Source: an optimization exercise on an open RTL-to-GDS flow (aim: small area, a short achievable clock period and few clock cycles per item). Production flows keep margins and buffers that such runs may drop. Function not checked in this run: the RTL went through the layout flow alone.

==> design/flow/config.mk <==
export PLATFORM = sky130hd
export DESIGN_NAME = ink_lane
export DESIGN_NICKNAME = ink_lane
export VERILOG_FILES = /design/flow/design.v
export SDC_FILE = /design/flow/constraint.sdc
export NUM_CORES = 4
export LEC_CHECK = 0
export CAP_MARGIN = 20
export CORE_MARGIN = 2
export CORE_UTILIZATION = 40
export SLEW_MARGIN = 20
==> design/flow/constraint.sdc <==
create_clock -name core_clock -period 50.0 [get_ports {clk}]
set_input_delay 10.0000 -clock core_clock [delete_from_list [all_inputs] [get_ports {clk}]]
set_output_delay 10.0000 -clock core_clock [all_outputs]
set_load 0.01 [all_outputs]
==> design/flow/design.v <==
module ink_src_conv (
    input  wire [31:0]       src,
    input  wire              sfmt,      
    input  wire [31:0]       gain,
    output wire [31:0]       s_val,
    output wire              neg,
    output wire              zero,
    output wire              sign,
    output wire signed [9:0] base54,
    output wire              nonfinite
);
    wire e_max  = &src[30:23];
    wire e_zero = ~|src[30:23];
    assign s_val     = sfmt ? {8'd0, 1'b1, src[22:0]} : src;
    assign neg       = ~sfmt & src[31];
    assign nonfinite = sfmt & e_max;
    assign zero      = sfmt ? (e_max | e_zero) : (src == 32'd0);
    assign sign      = (src[31] & ~nonfinite) ^ gain[31];
    wire signed [9:0] eg = {2'b00, gain[30:23]};
    wire signed [9:0] es = {2'b00, src[30:23]};
    assign base54 = sfmt ? (es + eg - 10'sd119) : eg;
endmodule
module ink_mul (
    input  wire [31:0] s_val,
    input  wire        neg,
    input  wire [23:0] g,
    output wire [54:0] p
);
    reg  [55:0] acc;
    reg  [25:0] row;
    reg         x2, x1, x0, one, two, sgn;
    reg  [24:0] mag;
    integer     i;
    always @* begin
        acc = 56'd0;
        for (i = 0; i < 16; i = i + 1)
            acc = acc - (56'd1 << (25 + 2 * i));
        for (i = 0; i < 16; i = i + 1) begin
            x2  = s_val[2 * i + 1];
            x1  = s_val[2 * i];
            x0  = (i == 0) ? 1'b0 : s_val[2 * i - 1];
            one = x1 ^ x0;
            two = (x2 & ~x1 & ~x0) | (~x2 & x1 & x0);
            sgn = x2 ^ neg;
            mag = ({25{one}} & {1'b0, g}) | ({25{two}} & {g, 1'b0});
            row = {~sgn, mag ^ {25{sgn}}};
            acc = acc + ({30'd0, row} << (2 * i)) + ({55'd0, sgn} << (2 * i));
        end
    end
    assign p = acc[54:0];
endmodule
module ink_mul_round (
    input  wire [54:0]       p,
    input  wire              zero,
    input  wire signed [9:0] base54,    
    output reg               p_zero,
    output reg  [7:0]        p_exp,     
    output reg  [39:0]       p_frac,
    output reg               p_sat
);
    reg  [5:0]        lz;
    reg  [54:0]       norm;
    reg  [41:0]       rnd;
    reg               rbit, sticky;
    reg signed [9:0]  e;
    integer           i;
    always @* begin
        lz = 6'd0;
        for (i = 0; i < 55; i = i + 1)
            if (p[i]) lz = 6'd54 - i[5:0];
        norm   = p << lz;
        rbit   = norm[13];
        sticky = |norm[12:0];
        rnd    = {1'b0, norm[54:14]} + {41'd0, rbit & (sticky | norm[14])};
        e      = base54 - $signed({4'd0, lz}) + $signed({9'd0, rnd[41]});
        p_zero = zero;
        p_sat  = 1'b0;
        p_exp  = e[7:0];
        p_frac = rnd[41] ? 40'd0 : rnd[39:0];
        if (!zero) begin
            if (e < 10'sd1) begin
                p_zero = 1'b1;
            end else if (e > 10'sd254) begin
                p_sat  = 1'b1;
                p_exp  = 8'd254;
                p_frac = {40{1'b1}};
            end
        end
    end
endmodule
module ink_add_round (
    input  wire        a_zero,
    input  wire        a_sign,
    input  wire [7:0]  a_exp,
    input  wire [39:0] a_frac,
    input  wire        b_zero,
    input  wire        b_sign,
    input  wire [7:0]  b_exp,
    input  wire [39:0] b_frac,
    output reg         r_zero,
    output reg         r_sign,
    output reg  [7:0]  r_exp,
    output reg  [39:0] r_frac,
    output reg         r_sat
);
    wire [40:0] ma = {1'b1, a_frac};
    wire [40:0] mb = {1'b1, b_frac};
    wire [8:0]  dab = {1'b0, a_exp} - {1'b0, b_exp};
    wire [8:0]  dba = {1'b0, b_exp} - {1'b0, a_exp};
    wire        a_ge = ~dab[8];
    wire [7:0]  d    = a_ge ? dab[7:0] : dba[7:0];
    wire        sub  = a_sign ^ b_sign;
    wire        f_sign = a_ge ? a_sign : b_sign;
    wire [7:0]  f_e    = a_ge ? a_exp  : b_exp;
    wire [40:0] f_big  = a_ge ? ma : mb;
    wire [40:0] f_sml  = a_ge ? mb : ma;
    wire [43:0] x      = {f_big, 3'b000};
    wire [43:0] ys     = (d > 8'd43) ? 44'd0 : ({f_sml, 3'b000} >> d[5:0]);
    wire [43:0] mask   = (d > 8'd43) ? {44{1'b1}} : ~({44{1'b1}} << d[5:0]);
    wire        lost   = |({f_sml, 3'b000} & mask);
    wire [43:0] y      = {ys[43:1], ys[0] | lost};
    wire [44:0] s      = sub ? ({1'b0, x} - {1'b0, y}) : ({1'b0, x} + {1'b0, y});
    reg  [40:0] f_m;
    reg         f_g, f_st;
    reg  [8:0]  f_ex;
    reg  [41:0] f_r;
    reg  [9:0]  f_ef;
    always @* begin
        if (s[44]) begin
            f_m = s[44:4]; f_g = s[3]; f_st = |s[2:0];
            f_ex = {1'b0, f_e} + 9'd1;
        end else if (s[43]) begin
            f_m = s[43:3]; f_g = s[2]; f_st = |s[1:0];
            f_ex = {1'b0, f_e};
        end else begin
            f_m = s[42:2]; f_g = s[1]; f_st = s[0];
            f_ex = {1'b0, f_e} - 9'd1;
        end
        f_r  = {1'b0, f_m} + {41'd0, f_g & (f_st | f_m[0])};
        f_ef = {1'b0, f_ex} + {9'd0, f_r[41]};
    end
    wire [41:0] na = (a_exp != b_exp && a_ge)  ? {ma, 1'b0} : {1'b0, ma};
    wire [41:0] nb = (a_exp != b_exp && !a_ge) ? {mb, 1'b0} : {1'b0, mb};
    wire [42:0] n1 = {1'b0, na} - {1'b0, nb};
    wire [42:0] n2 = {1'b0, nb} - {1'b0, na};
    wire        n_neg  = n1[42];
    wire [41:0] nd     = n_neg ? n2[41:0] : n1[41:0];
    wire        n_sign = n_neg ? b_sign : a_sign;
    wire [7:0]  n_ehi  = a_ge ? a_exp : b_exp;
    reg  [5:0]  n_lz;
    reg  [41:0] n_norm;
    reg  [8:0]  n_ef;
    integer     i;
    always @* begin
        n_lz = 6'd0;
        for (i = 0; i < 42; i = i + 1)
            if (nd[i]) n_lz = 6'd41 - i[5:0];
        n_norm = nd << n_lz;
        n_ef   = {1'b0, n_ehi} + {8'd0, a_exp == b_exp} - {3'd0, n_lz};
    end
    wire use_near = sub && ((d == 8'd0) || (d == 8'd1 && !nd[41]));
    wire n_exact0 = (nd == 42'd0);
    always @* begin
        r_sat  = 1'b0;
        r_zero = 1'b0;
        r_sign = a_sign;
        r_exp  = a_exp;
        r_frac = a_frac;
        if (a_zero && b_zero) begin
            r_zero = 1'b1;
            r_sign = a_sign & b_sign;
        end else if (a_zero) begin
            r_sign = b_sign;
            r_exp  = b_exp;
            r_frac = b_frac;
        end else if (b_zero) begin
        end else if (use_near) begin
            r_sign = n_sign;
            r_exp  = n_ef[7:0];
            r_frac = n_norm[40:1];
            if (n_exact0) begin
                r_zero = 1'b1;
                r_sign = 1'b0;
            end else if (n_ef[8] || n_ef == 9'd0) begin
                r_zero = 1'b1;
            end
        end else begin
            r_sign = f_sign;
            r_exp  = f_ef[7:0];
            r_frac = f_r[41] ? 40'd0 : f_r[39:0];
            if (f_ef[9] || f_ef == 10'd0) begin
                r_zero = 1'b1;
            end else if (f_ef > 10'd254) begin
                r_sat  = 1'b1;
                r_exp  = 8'd254;
                r_frac = {40{1'b1}};
            end
        end
    end
endmodule
module ink_out_round (
    input  wire        a_zero,
    input  wire        a_sign,
    input  wire [7:0]  a_exp,
    input  wire [39:0] a_frac,
    output reg  [31:0] word,
    output reg         sat
);
    reg [23:0] rnd;
    always @* begin
        rnd  = {1'b0, a_frac[39:17]} +
               {23'd0, a_frac[16] & ((|a_frac[15:0]) | a_frac[17])};
        sat  = 1'b0;
        word = {a_sign, a_exp, rnd[22:0]};
        if (rnd[23]) word[30:0] = {a_exp + 8'd1, 23'd0};
        if (a_zero) begin
            word = {a_sign, 31'd0};
        end else if (rnd[23] && a_exp == 8'd254) begin
            word = {a_sign, 31'h7F7F_FFFF};
            sat  = 1'b1;
        end
    end
endmodule
module ink_lane (
    input  wire        clk,
    input  wire        rst,           
    input  wire        in_valid,
    output wire        in_ready,
    input  wire [31:0] in_src,
    input  wire        in_sfmt,       
    input  wire [31:0] in_gain,       
    input  wire        in_off,        
    input  wire        in_poison,
    input  wire        in_last,       
    output reg         out_valid,
    output reg  [31:0] out_data,
    output reg         out_poison,
    output reg         out_sat,
    output reg         out_nonfinite
);
    assign in_ready = 1'b1;
    reg        v0;
    reg [31:0] src0, gain0;
    reg        sfmt0, off0, poison0, last0;
    always @(posedge clk) begin
        v0      <= in_valid & ~rst;
        src0    <= in_src;
        gain0   <= in_gain;
        sfmt0   <= in_sfmt;
        off0    <= in_off;
        poison0 <= in_poison;
        last0   <= in_last;
    end
    wire [31:0]       s_val;
    wire              s_neg, s_zero, s_sign, s_nonfinite;
    wire signed [9:0] s_base54;
    wire [54:0]       prod;
    ink_src_conv u_conv (
        .src(src0), .sfmt(sfmt0), .gain(gain0),
        .s_val(s_val), .neg(s_neg), .zero(s_zero), .sign(s_sign),
        .base54(s_base54), .nonfinite(s_nonfinite)
    );
    ink_mul u_mul (.s_val(s_val), .neg(s_neg), .g({1'b1, gain0[22:0]}), .p(prod));
    reg        v1;
    reg [54:0] p1;
    reg [9:0]  base1;
    reg        zero1, sign1, nonf1, off1, poison1, last1;
    always @(posedge clk) begin
        v1      <= v0 & ~rst;
        p1      <= prod;
        base1   <= s_base54;
        zero1   <= s_zero;
        sign1   <= s_sign;
        nonf1   <= s_nonfinite;
        off1    <= off0;
        poison1 <= poison0;
        last1   <= last0;
    end
    wire        m_zero, m_sat;
    wire [7:0]  m_exp;
    wire [39:0] m_frac;
    ink_mul_round u_mr (
        .p(p1), .zero(zero1), .base54(base1),
        .p_zero(m_zero), .p_exp(m_exp), .p_frac(m_frac), .p_sat(m_sat)
    );
    reg        v2;
    reg        pz2, ps2, psat2, nonf2, off2, poison2, last2;
    reg [7:0]  pe2;
    reg [39:0] pf2;
    always @(posedge clk) begin
        v2      <= v1 & ~rst;
        pz2     <= m_zero;
        ps2     <= sign1;
        pe2     <= m_exp;
        pf2     <= m_frac;
        psat2   <= m_sat;
        nonf2   <= nonf1;
        off2    <= off1;
        poison2 <= poison1;
        last2   <= last1;
    end
    reg        az, as, fresh, done;
    reg [7:0]  ae;
    reg [39:0] af;
    reg        fl_p, fl_s, fl_n;
    wire       a_zero = az | fresh;
    wire       a_sign = as & ~fresh;
    wire        r_zero, r_sign, r_sat;
    wire [7:0]  r_exp;
    wire [39:0] r_frac;
    ink_add_round u_add (
        .a_zero(a_zero), .a_sign(a_sign), .a_exp(ae),  .a_frac(af),
        .b_zero(pz2),    .b_sign(ps2),    .b_exp(pe2), .b_frac(pf2),
        .r_zero(r_zero), .r_sign(r_sign), .r_exp(r_exp), .r_frac(r_frac),
        .r_sat(r_sat)
    );
    always @(posedge clk) begin
        if (rst) begin
            fresh <= 1'b1;
            done  <= 1'b0;
        end else begin
            done <= v2 & last2;
            if (v2) begin
                fresh <= last2;
                if (off2) begin
                    az <= a_zero;
                    as <= a_sign;
                end else begin
                    az <= r_zero;
                    as <= r_sign;
                    ae <= r_exp;
                    af <= r_frac;
                end
                fl_p <= (fl_p & ~fresh) | (~off2 & poison2);
                fl_s <= (fl_s & ~fresh) | (~off2 & (psat2 | r_sat));
                fl_n <= (fl_n & ~fresh) | (~off2 & nonf2);
            end
        end
    end
    wire [31:0] w_word;
    wire        w_sat;
    ink_out_round u_out (
        .a_zero(az), .a_sign(as), .a_exp(ae), .a_frac(af),
        .word(w_word), .sat(w_sat)
    );
    always @(posedge clk) begin
        out_valid     <= done & ~rst;
        out_data      <= w_word;
        out_poison    <= fl_p;
        out_sat       <= fl_s | w_sat;
        out_nonfinite <= fl_n;
    end
endmodule
==> design/flow/run.sh <==
#!/bin/bash
# synth_recipe.tcl (not shown) runs the flow's synth.tcl, then flattens the netlist and writes it again
# the make line also repeats each setting of config.mk as NAME=value (left out here)
make -C /OpenROAD-flow-scripts/flow DESIGN_CONFIG=/design/flow/config.mk WORK_HOME=/design/flow/orfs CLKGATE_MAP_FILE= SYNTH_SCRIPT=/design/flow/synth_recipe.tcl finish
==> summary.txt <==
-- registers in the layout, summed over array words and instances (netlist names), 8 cells and up --
| register | cells |
|---|---|
| ae | 8 |
| pf2 | 40 |
| gain0 | 32 |
| p1 | 55 |
| src0 | 32 |
| out_data | 32 |
| base1 | 10 |
| af | 40 |
| pe2 | 8 |
-- critical path: cells and delay by family (launching register included) --
family / cells / cell delay, ns
AO/OA/AOI/OAI: 17 / 5.78
multiplexers: 2 / 0.41
AND/OR/NAND/NOR: 14 / 3.31
adder cells (fa/ha/maj): 5 / 1.41
flip-flops: 1 / 0.43
buffers and inverters: 7 / 2.94
-- path summary, 6_finish.rpt --
path / endpoint / slack [ns]
worst max-delay path: af[16] / 35.33
worst min-delay path: off1 / 0.33
worst max register to register: af[16] / 35.33
worst min register to register: off1 / 0.33
-- routing by layer --
layer / up-vias / track usage [%] / routed length [µm]
met3: 717 / 6.34 / 23000
met4: 2 / 17.5 / 16000
li1: 26200 / - / -
met1: 28000 / 41.7 / 99100
met2: 3264 / 52.0 / 111000
met5: - / 0 / 13
-- cells by family after synthesis --
group                      Yosys count
buffers and inverters             1159
DFF                                288
adders and majority gates          752
and+or+nand+nor                   2144
other                                1
muxes                              480
xor gates and xnor gates           669
AOI/OAI and AO/OA                 2062
-- layout make-up --
type / count / area, µm² / area share, %
timing repair buffer: 290 / 2440 / 3.96
clock buffer: 50 / 1110 / 1.80
sequential: 288 / 6300 / 10.2
tap: 1903 / 2380 / 3.86
multi-input combinational: 6108 / 47100 / 76.3
clock inverter: 16 / 213 / 0.345
antenna: 7 / 17.5 / 0.0284
inverter: 581 / 2180 / 3.53
-- synthesized netlist by cell type (all sizes together) (31+ instances only) --
cell | count | area, µm²
nor2b | 51 | 319
a21o | 106 | 796
a31oi | 53 | 353
xor2 | 218 | 1910
dfxtp | 235 | 4700
nand2 | 761 | 2870
ha | 433 | 5420
clkbuf | 439 | 1650
o21ai | 377 | 1910
nand4 | 75 | 475
a211oi | 68 | 523
mux2 | 136 | 1540
inv | 575 | 2160
o21bai | 58 | 435
edfxtp | 53 | 1590
nand3 | 179 | 911
o211ai | 77 | 578
nor2 | 556 | 2100
nor3 | 144 | 747
mux2i | 313 | 3130
xnor2 | 451 | 3960
fa | 318 | 6370
and3 | 71 | 444
o31ai | 39 | 293
nand2b | 68 | 425
buf | 139 | 649
a22oi | 339 | 2540
nor4 | 48 | 322
and2 | 52 | 328
a21oi | 541 | 2720
mux4 | 31 | 698
or3 | 43 | 269
o21a | 47 | 362
==> impl_summary.txt <==
----------------------------------------------------
[Setup path]
  Maximum fanout along the worst path ... 69
  Source of the worst register-to-register timing path ... ae[0]
  Cell mode on critical path ... sky130_fd_sc_hd__buf_4
  Highest cell delay on the worst timing path ... 0.73 ns
  Critical Path Sink Type ... flip-flop
  Slowest stage cell, crit path ... sky130_fd_sc_hd__buf_4
  Path depth of the worst reg2reg path ... 45
  Critical Path RT ... 50.35 ns
  Worst endpoint data arrival time ... 15.02 ns
  Critical path start-end classification ... flip-flop to flip-flop
  Crit path from ... ae[0]
  Worst Setup Start Kind ... flip-flop

[Placement]
  Worst setup slack after placement ... 35.85 ns
  Post-placement cell count ... 9170
  Cell area reported after detailed placement ... 0.0604 mm²
  Global placement routability congestion ... 1.04
  Buffers on Ports ... 106
  Detail Placement HPWL ... 189000 µm

[Final layout]
  Share of cells above drive strength 1 ... 7.81%
  Nets@finish ... 8127
  Fill cell instance count of the final layout ... 14600
  Leading cell types in the layout, fill and taps excluded ... sky130_fd_sc_hd__nand2_1 (758), sky130_fd_sc_hd__inv_1 (567), sky130_fd_sc_hd__nor2_1 (547)
  Final design area excluding fillers ... 0.0617 mm²
  Final core utilization ... 43.1%
  Commonest non-fill, non-tap cell in the layout ... sky130_fd_sc_hd__nand2_1
  Count of non-filler cells in the finished layout ... 9243
  Area Growth Syn to Fin ... 7.28%

[Synthesis]
  Mean area per synthesized cell ... 7.61 µm²
  Post-synthesis register bit count ... 288
  Xor-xnor portion of the synthesized cell area ... 10.2%
  Synth Flop Type ... sky130_fd_sc_hd__dfxtp_1
  Main combinational cell family by area after synthesis ... compound AO/OA/AOI/OAI gates
  Synthesized instance count ... 7555
  Sequential share of the synthesized area ... 10.9%
  Area share of fa/ha/maj cells after synthesis ... 20.5%
  Compound-gate portion of the synthesized area ... 23.9%
  Area share of and/or/nand/nor cells after synthesis ... 17.3%
  Share of synthesized area spent on multiplexers ... 9.33%
  Post-Syn Area ... 0.0575 mm²
  Number of warnings printed during yosys synthesis ... 5
  Synthesized net count ... 8377
  Share of synthesized flip-flops with an asynchronous set or reset ... 0%
  Count of different cell masters after synthesis ... 125
  Number of enable-type register cells in the synthesized netlist ... 53

[Global route]
  Initial antenna violation count ... 7
  First-pass GRT wire length ... 366000 µm
  Pin count of the biggest net entering global routing ... 77
  Global router's overall resource usage ... 32.7%
  Total grt overflow ... 0
  Number of global-route vias before repair ... 55000

[Detailed routing]
  Number of remaining DRC errors ... 0
  Detailed Routing Iterations Pass 1 ... 6
  Post-Route WL ... 249000 µm
  Average vias per placed instance ... 6.30
  Number of vias after detailed routing ... 58200
  Antenna-violating nets left ... 0
  Initial DRC count ... 7341
  Routed WL per cell ... 27.0 µm

[STA]
  Worst hold slack after final layout ... 0.325 ns
  Max_slew headroom ... 19.8%
  Final period utilization ... 29.3%
  Endpoints failing hold ... 0
  Setup skew after layout ... 0.0400 ns
  Unrepaired setup endpoints after global routing ... false
  Post-layout worst setup margin ... 35.33 ns
  Number of slew-limit violations in the final report ... 0
  Final setup violating endpoints ... 0
  Transition at the pin with the smallest max-transition slack ... 1.20 ns
  Achievable clock frequency ... 68.2 MHz
  Final critical delay including setup and external delays ... 14.67 ns
  Sum Neg Setup Slack ... 0 ns

[CTS]
  Maximum buffer depth of the clock tree ... 3
  H-tree depth ... 2
  Clock tree root buffer cell ... sky130_fd_sc_hd__clkbuf_16
  Post-CTS Setup Repair Bufs ... 0
  Clock transition at path regs ... 0.07 ns
  Count of cells resized by post-cts repair ... 0
  Num CTS Buffers ... 36
  Num Clock Sinks ... 288
  Clock latency reported for the late side of the worst-skew pair ... 0.60 ns
  Count of hold buffers inserted by post-cts repair ... 0
  Clock tree from TritonCTS ... yes

[Worst hold path]
  Worst hold stages ... 0
  Hold crit path type ... flip-flop to flip-flop
  Startpoint of the worst hold path ... off0

[Run status]
  Outcome ... finished clean

[Die]
  I/O pins ... 108
  Effective utilization at floorplan ... 40.2%
  Site Rows ... 139
  Area enclosed by the die boundary ... 0.147 mm²
  Area inside the core boundary ... 0.143 mm²
  Die Span Y ... 383 µm
  Die width ... 383 µm

[Run]
  Number of violations of the max-capacitance limit ... 0

----------------------------------------------------

-- separate check: timing with driven ports --
The flow's constraints put no driver on any port. The routed layout listed below was extracted and timed again, unchanged, in two steps.
Step 1 sets driving cells, clkbuf_16 on the clock port and buf_2 on the other inputs (assumed; they add their load-dependent delay and slew).
Step 2 adds t to the input delays and takes it off the output delays; t is the mean of the earliest and latest rising clock arrival at the registers after step 1. Input paths then give back, and output paths get back, about the clock's delay inside the block.
Slacks: no drivers / after step 1 / after step 2; pairs: no drivers / after step 1.
t, ns: 0.643
slack for setup (ns): 35.329 / 35.329 / 35.329
worst setup path at the end: register to register
After both steps this run still meets setup and hold. For this run, drivers alone change the setup slack by 0.000 ns; drivers and shift together by 0.000 ns.
